This is an optimization exercise on Yosys and OpenROAD, whose aim is small area, a short achievable clock period and few clock cycles per item, not a production implementation.
Function was checked by simulation only, so behaviour that the tests miss may differ from the original.
Power is estimated from default activity; no workload was simulated.

--- config.mk ---
export PLATFORM = sky130hd
export DESIGN_NAME = edge_xing
export DESIGN_NICKNAME = edge_xing
export VERILOG_FILES = /design/flow/design.v
export SDC_FILE = /design/flow/constraint.sdc
export NUM_CORES = 4
export LEC_CHECK = 0
export CAP_MARGIN = 20
export CORE_MARGIN = 2
export CORE_UTILIZATION = 40
export SLEW_MARGIN = 20
--- constraint.sdc ---
create_clock -name core_clock -period 20.0 [get_ports {clk}]
set_input_delay 4.0000 -clock core_clock [delete_from_list [all_inputs] [get_ports {clk}]]
set_output_delay 4.0000 -clock core_clock [all_outputs]
set_load 0.01 [all_outputs]
--- design.v ---
module edge_xing (
    input  wire               clk,
    input  wire               rst,
    input  wire               in_valid,
    output wire               in_ready,
    input  wire signed [19:0] in_xa,
    input  wire signed [19:0] in_ya,
    input  wire signed [19:0] in_xb,
    input  wire signed [19:0] in_yb,
    input  wire signed [15:0] in_row,
    output wire               out_valid,
    input  wire               out_ready,
    output wire               out_hit,
    output wire               out_last,
    output wire        [7:0]  out_k,
    output wire               out_dir,
    output wire signed [27:0] out_x
);
    localparam [2:0] S_IDLE = 3'd0, S_PREP = 3'd1, S_DIV = 3'd2, S_HA = 3'd3,
                     S_HD = 3'd4, S_FIN = 3'd5, S_OUT = 3'd6;
    reg  [2:0]  st;
    reg         rdy, pend;
    reg  signed [19:0] cxa, cya, cxb, cyb;
    reg  signed [15:0] crow;
    wire        [25:0] tr = {cyb[9:0], crow};
    reg         neg, dir, hit, last;
    reg  [25:0] q1;      
    reg  [20:0] r1;      
    reg  [19:0] den;     
    reg  [27:0] x;       
    reg  [20:0] r;       
    reg  [7:0]  k, kmax;
    reg  [4:0]  cnt;
    wire acc = in_valid & rdy;
    wire xfer = (st == S_OUT) & out_ready;
    wire signed [20:0] dy = {cyb[19], cyb} - {cya[19], cya};
    wire               sw = dy[20];                  
    wire        [20:0] dya = sw ? -dy : dy;
    wire signed [20:0] dx = {cxb[19], cxb} - {cxa[19], cxa};
    wire        [20:0] dxa = dx[20] ? -dx : dx;
    wire signed [25:0] r256 = {{2{crow[15]}}, crow, 8'b0};
    wire signed [25:0] na_a = r256 - {{3{cya[19]}}, cya, 3'b0};   
    wire signed [25:0] na_b = r256 - {{3{cyb[19]}}, cyb, 3'b0};   
    wire signed [25:0] na = sw ? na_b : na_a;       
    wire signed [25:0] nb = sw ? na_a : na_b;       
    wire        [25:0] nbn = ~nb;                   
    wire               na_pos = ~na[25] & (na != 26'd0);
    wire               p_hit = (dy != 21'd0) & nb[25] & (na >= -26'sd255);
    wire        [7:0]  na_neg = -na[7:0];
    wire        [7:0]  p_kmin = na_pos ? 8'd0 : na_neg;
    wire        [7:0]  p_kmax = (nbn[25:8] != 18'd0) ? 8'd255 : nbn[7:0];
    wire        [25:0] p_t = na_pos ? {na[23:0], 1'b1, 1'b1} : 26'd3;   
    wire        [19:0] p_xl = sw ? cxb : cxa;
    wire [21:0] ds  = {r1, q1[25]};
    wire [22:0] dsd = {1'b0, ds} - {2'b0, den, 1'b0};
    wire        dq  = ~dsd[22];
    wire [20:0] r1_n = dq ? dsd[20:0] : ds[20:0];
    wire [25:0] q1_n = {q1[24:0], dq};
    wire m_dbl = (st == S_HD);
    wire m_fin = (st == S_FIN);
    wire m_add = (st == S_HA) | (st == S_OUT);
    wire [21:0] sa = m_dbl ? {r, 1'b0} : {1'b0, r};
    wire [21:0] sb = m_fin ? {2'b0, den} : (m_add ? {1'b0, r1} : 22'd0);
    wire [21:0] s  = sa + sb;
    wire [22:0] sd = {1'b0, s} - {2'b0, den, 1'b0};
    wire        c  = ~sd[22] & ~(neg & (sd[21:0] == 22'd0));
    wire [20:0] r_n = c ? sd[20:0] : s[20:0];
    wire [27:0] negm = {28{neg}};
    wire [27:0] xa_ = m_dbl ? {x[26:0], 1'b0} : x;
    wire [27:0] xb_ = m_fin ? {cxa, 8'b0} : (m_add ? ({2'b0, q1} ^ negm) : 28'd0);
    wire [27:0] x_n = xa_ + xb_ + {27'd0, c ^ neg};
    wire        t_done  = (tr[24:0] == {1'b1, 24'd0});
    wire        t_done1 = (tr[23:0] == {1'b1, 23'd0});    
    wire [7:0]  k_inc = k + 8'd1;
    reg [2:0] st_n;
    reg       pend_n;
    always @(*) begin
        st_n   = st;
        pend_n = pend | acc;
        case (st)
            S_IDLE: if (acc) st_n = S_PREP;
            S_PREP: begin
                pend_n = 1'b0;
                st_n   = p_hit ? S_DIV : S_OUT;
            end
            S_DIV:  if (cnt == 5'd24) st_n = S_HA;
            S_HA:   st_n = t_done ? S_FIN : S_HD;
            S_HD:   st_n = tr[24] ? S_HA : (t_done1 ? S_FIN : S_HD);
            S_FIN:  st_n = S_OUT;
            S_OUT:  if (out_ready & last) st_n = (pend | acc) ? S_PREP : S_IDLE;
            default: st_n = S_IDLE;
        endcase
    end
    assign in_ready  = rdy;
    assign out_valid = (st == S_OUT);
    assign out_hit   = hit;
    assign out_last  = last;
    assign out_k     = k;
    assign out_dir   = dir;
    assign out_x     = x;
    always @(posedge clk) begin
        if (rst) begin
            st   <= S_IDLE;
            rdy  <= 1'b1;
            pend <= 1'b0;
        end else begin
            st   <= st_n;
            pend <= pend_n;
            rdy  <= (st_n == S_IDLE) | ((st_n == S_OUT) & ~pend_n);
        end
        if (acc) begin
            cxa  <= in_xa;
            cya  <= in_ya;
            cxb  <= in_xb;
            cyb  <= in_yb;
            crow <= in_row;
        end else if (st == S_PREP) begin
            cxa  <= p_xl;
            {cyb[9:0], crow} <= p_t;
        end else if ((st == S_DIV & ~tr[25]) | (st == S_HD)) begin
            {cyb[9:0], crow} <= {tr[24:0], 1'b0};
        end
        case (st)
            S_PREP: begin
                neg  <= dx[20] ^ sw;
                dir  <= ~sw;
                hit  <= p_hit;
                last <= 1'b1;
                k    <= p_kmin;
                kmax <= p_kmax;
                den  <= dya[19:0];
                q1   <= {dxa[19:0], 6'd0};
                r1   <= 21'd0;
                x    <= {28{dx[20] ^ sw}};
                r    <= 21'd0;
                cnt  <= 5'd0;
            end
            S_DIV: begin
                q1  <= q1_n;
                r1  <= r1_n;
                cnt <= cnt + 5'd1;
            end
            S_HA, S_HD: begin
                x <= x_n;
                r <= r_n;
            end
            S_FIN: begin
                q1   <= q1_n;
                r1   <= r1_n;
                x    <= x_n;
                r    <= r_n;
                last <= (k == kmax);
            end
            S_OUT: begin
                if (out_ready) begin
                    x    <= x_n;
                    r    <= r_n;
                    k    <= k_inc;
                    last <= (k_inc == kmax);
                end
            end
            default: ;
        endcase
    end
endmodule
--- run.sh ---
#!/bin/bash
# synth_recipe.tcl (not shown) runs the flow's synth.tcl, then flattens the netlist and writes it again
# the make line also repeats each setting of config.mk as NAME=value (left out here)
make -C /OpenROAD-flow-scripts/flow DESIGN_CONFIG=/design/flow/config.mk WORK_HOME=/design/flow/orfs CLKGATE_MAP_FILE= SYNTH_SCRIPT=/design/flow/synth_recipe.tcl finish
==> impl_metrics.ini <==
[synthesis]
async_flop_share = 0
yosys-top-cells-area = edfxtp_1, ha_1, xnor2_1
yosysSeqAreaShare = 0.345
synth_compound_area_frac = 0.196
synth.net_count = 2555
yosysTopAreaCell = edfxtp_1
synth.ff_latch_count = 239
synth.area.mux_share = 0.0448
syn_inst = 2281
synth_top_family_by_area = compound AO/OA/AOI/OAI gates
yosysUniqueCellTypes = 103
synth_warnings = 1
synth_xor_area_frac = 0.0967
syn-cell-area_um2 = 20600
synthSimpleGateAreaFrac = 0.170
synth_top_area_frac = 0.341
synth.avg_cell_area_um2 = 9.05
synthFlopType = edfxtp_1
synth_edf_count = 234
synth_fa_ha_area_frac = 0.108

[critical_path]
r2r_start = st[2]$_SDFF_PP0_
end_kind = register
start_kind = register
rr_endpoint = x[26]$_DFFE_PP_
crit_buf_inv = 2
crit_arrival_ns = 11.16
required_ns = 20.32
crit_fanout = 51
crit_family = compound AO/OA/AOI/OAI gates
crit_type = register to register
cpMostUsedCell = a21oi_1
rrSetupSlack_ns = 9.16
rr_worst_depth = 38
slowest_delay_ns = 0.74
slowest_stage = dfxtp_1

[power]
power_frac_seq = 0.235
internal-power_uw = 2360
p_comb_frac = 0.635
clkPwrFrac = 0.129
leakage_uw = 0.00931
ir_drop_v = 0.0000811
p_sw_frac = 0.473
p_per_area_nw_per_um2 = 188
total_power_uw = 4470
switching_power_uw = 2120

[floorplan]
design.core.area_um2 = 51200
die_x_um = 231
die_h_um = 231
dieArea_um2 = 53400
pin_count = 141
start_util = 0.403
rows = 83

[sta]
grt_setup_unrepaired = false
period_minus_slack_ns = 10.84
setup_violations = 0
timing.hold.ws_ns = 0.550
setup_tns_ns = 0
fmax_mhz = 92.3
slew_headroom = 0.278
tightest_slew_ns = 1.07
fin_skew_ns = 0.0229
finalMaxSlewViolations = 0
post-route-period-util = 0.542
hold_viol_final = 0

[detailed_routing]
drt-pass1-iter-count = 6
drt-vias-per-instance = 5.64
wl_um = 58700
remaining_drc_errors = 0
ant_nets = 0
vias = 17500
drt_iter0_drc = 1478
post_drt_wl_per_cell_um = 18.9

[worst_hold_path]
hold_depth = 2
hold_path_class = register to register
hold_start = pend$_SDFF_PP0_
hold_end = pend$_SDFF_PP0_

[finish]
antennaDiodeCount = 0
nNetsFinal = 2668
final_util = 0.465
syn_to_final_growth_pct = 15.3
drive_above_1_share = 0.0749

[placement]
hpwl_um = 45100
io_buffers = 140
place_congestion = 0.945

[status]
outcome = no timing/DRC/antenna violations

[clock_tree]
cts_root_buffer = clkbuf_16
ctsHoldBuffers = 0
postCtsSetupBuffers = 0
clk_pin_slew_ns = 0.07
cts_sinks = 239
cts_tree = built
cts-buffers-inserted = 31
cts.path.max_buffers = 3
ctsResizeCount = 0
cts_htree_levels = 1
worst_skew_pair.late_latency_ns = 0.61

[global_routing]
grt_max_degree = 57
grt_usage = 0.216
antenna_found_initial = 0
overflow = 0
grt_pass1_wl_um = 93000
grt_pass1_vias = 17000

[job]
max-cap-violations = 0
-- power by group through the flow --
stage / registers (uW) / logic, uW / clock network, uW
finish: 1050 / 2840 / 578
global route: 1080 / 3130 / 607
CTS: 1050 / 2810 / 592
detailed placement: 1060 / 2790 / 0
global placement: 1050 / 2740 / 0
floorplan: 988 / 2140 / 0
-- metrics by stage --
stage / area, um^2 / setup WS [ns] / instances
floorplan: 20600 / 10.63 / 2281
global placement: 22700 / 9.40 / 3041
detailed placement: 22700 / 9.16 / 3041
CTS: 23800 / 9.15 / 3097
global route: 23800 / 8.24 / 3097
finish: 23800 / 9.16 / 3097
-- per-layer routing --
metal / up-vias / routed length, um / part of all wire / global-route usage
met2: 489 / 25600 / 0.44 / 0.335
met3: 90 / 3830 / 0.065 / 0.0340
met5: - / 0 / 0 / 0
met4: 0 / 1420 / 0.024 / 0.0575
met1: 8296 / 27800 / 0.47 / 0.312
li1: 8586 / - / - / -
-- registers in the layout, summed over array words and instances (netlist names) --
register  count
cnt           5
crow         16
cxa          20
cxb          20
cya          20
cyb          20
den          20
dir           1
hit           1
k             8
kmax          5
last          1
neg           1
pend          1
q1           26
r            21
r1           21
rdy           1
st            3
x            28
-- cell families after synthesis --
logic type | after synthesis
muxes | 86
DFF | 239
buffers and inverters | 204
xor gates and xnor gates | 227
and+or+nand+nor | 736
AOI/OAI and AO/OA | 615
adders and majority gates | 174
-- cell usage in the layout (no fill, tap or decap), types with 31 or more instances in the layout --
cell type          n
edfxtp_1         234
clkdlybuf4s50_1  140
nor2_1           158
mux2_2            48
nor3_1            58
inv_1            124
mux2i_1           37
a21oi_1          158
xor2_1            72
xnor2_1          152
a21o_1            50
nand2_1          278
clkbuf_16         31
ha_1             167
nand3_1           44
o21ai_0          165
-- cell usage after synthesis (all sizes together) (6+ instances only) --
library cell	number
and3	24
nand2	282
mux2	48
a211oi	24
a311oi	6
a21o	51
nand2b	23
a21boi	7
edfxtp	234
nand3	44
or2	6
o31ai	17
nor3	60
inv	124
mux2i	38
o21bai	18
nor4	21
nand4	24
a22o	20
o21ai	181
or3	14
fa	7
nor3b	6
nand3b	6
nand4b	7
nor2b	24
buf	21
ha	167
o22ai	8
a21oi	161
o211ai	14
nor2	159
clkbuf	56
xor2	74
o21a	22
and2	16
xnor2	153
a221oi	7
a31oi	16
a31o	19
-- worst max-delay path by stage --
stage                       to        startpoint  slack, ns  cells after the start
6_report       x[26]$_DFFE_PP_  st[2]$_SDFF_PP0_       9.16                     38
5_1_grt        x[26]$_DFFE_PP_  st[2]$_SDFF_PP0_       8.24                     37
4_1_cts        x[26]$_DFFE_PP_  st[2]$_SDFF_PP0_       9.15                     38
3_5_place_dp   x[26]$_DFFE_PP_  st[2]$_SDFF_PP0_       9.16                     38
3_3_place_gp   x[26]$_DFFE_PP_  st[2]$_SDFF_PP0_       9.40                     38
2_1_floorplan  x[26]$_DFFE_PP_  st[2]$_SDFF_PP0_      10.63                     44
-- worst min-delay path, cell delays in order, from the launching register on --
cell and delay (ns):
dfxtp_1 0.32, nor2_1 0.07, nor3_1 0.12
-- final cells by class --
class	instances	area [um^2]
clock buffer	38	802
clock inverter	18	238
fill	4892	27400
inverter	127	478
multi-input combinational	1838	12800
sequential	239	7130
tap	680	851
timing repair buffer	157	1530
Testbench counts, summed over its fixed seeds: cycles 187,166, edges 960.

==> re-timing with driven ports <==
How much do the figures lean on ideal ports? The routed layout below was timed once more, with nothing changed but the port constraints. Step 1: set_driving_cell puts a clkbuf_16 on clk and a buf_2 on each other input, an assumption about the parent block. Step 2, shift: input delay + t, output delay - t, t = (earliest + latest rising clock arrival at the registers) / 2. This alone moves slack from input paths to output paths. Slacks: no drivers / after step 1 / after step 2; pairs: no drivers / after step 1.
t, ns: 0.653
setup slack, ns: 9.162 / 9.162 / 9.162
worst hold slack (ns): 0.550 / 0.550 / 0.550
slew at the worst register clock pin (ns): 0.07 / 0.07
worst slew at a driven data input, ns: 0.06
After both steps this run still meets setup and hold. For this run, drivers alone change the setup slack by 0.000 ns; drivers and shift together by 0.000 ns.
